Source: an optimization exercise on an open RTL-to-GDS flow (aim: small area, a short achievable clock period and few clock cycles per item). Production flows keep margins and buffers that such runs may drop. Function was checked by simulation only, so behaviour that the tests miss may differ from the original. Power and IR drop assume default switching activity.

Setup of lane 1:
## spread_hash
module spread_hash (
    input  wire          clk,
    input  wire          rst,         
    input  wire          start,       
    input  wire          kind,        
    input  wire [63:0]   mask,        
    input  wire [1023:0] words,       
    input  wire [31:0]   seed,        
    input  wire [319:0]  key,         
    output reg           done,        
    output wire [31:0]   hash
);
    localparam [511:0] CRC_L16 = 512'h8fc847e423f211f908fc047e8df746fbacb5d992e301fe487f24b05ad7e56bf235f91afc82b6ce93e8817440b5e8d53c6a9eba87d28be68dfc8e7e473f231f91;
    localparam [1023:0] CRC_L32 = 1024'h8fc8e57b47e472bd23f2395e11f91caf08fc8e57047e472b8df7c6ee46fbe377acb514c0d9926f1be301d2f6fe480c007f240600b05ae67bd7e596466bf2cb2335f965911afcb2c882b6bc1fce93bb74e88138c174409c60b5e8ab4bd53cb0de6a9e586fba87c94cd28b01dde68d6595fc8e57b17e472bd83f2395ec1f91caf6;
    reg          busy;        
    reg          st1;         
    reg          lh;          
    reg  [63:0]  pend;        
    reg  [63:0]  l1, l2;      
    reg  [7:0]   h1, h2;      
    reg  [15:0]  w1, w2;      
    reg          v2;          
    reg  [31:0]  acc;         
    reg  [63:0]  kw;          
    reg  [9:0]   kptr;        
  ...
clock: 7.0 ns
lec_check: 0
cap_margin: 35
core_area: 10 10 500 500
die_area: 0 0 510 510
setup_slack_margin: 3.2
slew_margin: 35
standard.sh (not shown) runs the stock make flow with config.mk's settings and CLKGATE_MAP_FILE= SYNTH_SCRIPT=/design/flow/synth_recipe.tcl, a recipe that flattens the netlist after the stock synthesis.
==> flow/flow/run.sh <==
#!/bin/bash
# The standard layout (standard.sh: standard synthesis unchanged), except that the
# buffer that buffer_ports puts on every input and output port is the smallest buffer
# cell instead of the default choice (every port still gets its own buffer).
set -euo pipefail
export BUFFER_PORTS_ARGS="-buffer_cell sky130_fd_sc_hd__buf_1"
bash standard.sh finish > standard_flow.log 2>&1
Testbench counts of lane 1, summed over its fixed seeds: cycles 20,313, items 1,920.
### lane 1 -> lane 2
Settings: changing SETUP_SLACK_MARGIN from 3.2 to 0.
Findings:
The relative area change from synthesis to final layout of lane 2 is lower than that of lane 1. Lane 2 against lane 1: setup slack of the critical path after layout fell 800 ps; delay of the slowest critical-path stage rose 40 ps; leftover overflow at the end of global routing about even; net load switching power about even. For clock skew after layout, lane 1 and lane 2 come out practically identical. [compare] base=lane 1 new=lane 2: proportion of total power due to net switching was more or less identical; power consumption lost 0.31%.
Changes in lane 3 relative to lane 2:
Settings: swapping 0 for 4.0 in SETUP_SLACK_MARGIN.
Findings:
- Lane 3 did not stop at any stage, and its layout met the timing, DRC and antenna checks.
- Half-perimeter wire length after detailed placement of lane 3 falls short of that of lane 2 slightly.
- Compared with lane 2, lane 3 shows achievable clock frequency that has gone up by more than a quarter.
- [lane 3] utilization rose 3.0 points relative to lane 2
- Clock power share ends up lower on lane 3.
- Lane 2 reports its last element of the critical path as w2[11] while lane 3 reports lh.
Input-level comparison between lane 4 and lane 3:
Settings: SETUP_SLACK_MARGIN: 4.0 -> 3.6.
--- outcome ---
- Having completed the whole flow, lane 4 delivered a layout that passed the timing, DRC and antenna checks.
- Taking lane 3 as the reference, in lane 4 synthesis-to-layout area growth lost 14 points; width of the die neither gained nor lost much; worst-case hold slack picked up an extra 21 ps.
- Between lane 4 and lane 3, total power is higher for lane 3, lane 4 comes in under that.
- Final cycle utilization of the critical path in lane 4 is 2.8 points higher than in lane 3
- The final reports for lane 4 and lane 3 show pre-CTS worst setup slack lower in the former.
- Lane 4 against lane 3: post-route worst setup slack went down by 200 ps; non-clock buffer instance count of the final layout fell 291; pin count of the biggest net entering global routing now sits higher; routed wire length moved down.
The inputs of lane 5 differ from those of lane 4 as listed below.
Settings: CORE_AREA changed from 10 10 500 500 to 10 10 390 390; DIE_AREA changed from 0 0 510 510 to 0 0 400 400.
==> flow/flow/run.sh <==
#!/bin/bash
# The standard layout (standard.sh: standard synthesis unchanged), with two changes
# to how the layout is made:
#  - the buffer that buffer_ports puts on every input and output port is the smallest
#    buffer cell instead of the default choice (every port still gets its own buffer);
#  - pins on the top and bottom edges may use met4 as well as met2, so that the
#    1477 pins fit on the edges of a smaller die at the usual two-track spacing.
set -euo pipefail
export BUFFER_PORTS_ARGS="-buffer_cell sky130_fd_sc_hd__buf_1"
export IO_PLACER_V="met2 met4"
bash standard.sh finish > standard_flow.log 2>&1
### Flow results
The net count after synthesis on lane 5 is in line with that on lane 4.
Flip-flop and latch share of the layout cell area: lane 5 vs lane 4 up 0.62 points
Any difference in switching share of total power between lane 5 and lane 4 is small enough to ignore.
Changes observed in lane 5 relative to lane 4: non-clock buffer count fell by 32, fmax fell by 6.1%.
Worst reg2reg path depth in lane 5 vs lane 4: down 1
Looking at critical path capture point, the acc[3] result is from lane 4; the w2[15] one comes from lane 5.
Taking lane 4 as the reference, in lane 5 cell count went down about 13%, post-CTS setup buffer count went down, clock buffer instance count of the final layout dropped 2, largest driver fanout on the critical path now larger.

-- re-timing with driven ports --
Ports are ideal in the flow. The routed layouts listed here were re-timed in OpenROAD.
Step 1: set_driving_cell puts a clkbuf_16 on clk and a buf_2 on each other input, an assumption about the parent block.
Step 2 times the ports against the registers' clock, not the clock port: input delays grow and output delays shrink by t, the midpoint of the rising clock arrivals with the driver on.
Slacks: ideal ports / drivers / drivers and shift; pairs: ideal ports / drivers.
run | t, ns | slack for setup (ns) | worst register clock-pin slew, ns | pins driven straight from the clock port
lane 1 | 0.789 | 3.221 / 3.221 / 2.535 | 0.08 / 0.08 | 1
lane 2 | 0.790 | 2.419 / 2.419 / 2.167 | 0.08 / 0.08 | 1
lane 3 | 0.786 | 3.757 / 3.627 / 2.841 | 0.10 / 0.10 | 1
lane 4 | 0.774 | 3.561 / 3.561 / 2.829 | 0.07 / 0.07 | 1
lane 5 | 0.711 | 3.337 / 3.337 / 2.715 | 0.07 / 0.07 | 1
After both steps every run listed still meets setup and hold. The setup slack of lane 3, which loses most, moves by -0.130 ns with the drivers and by -0.916 ns with both steps.
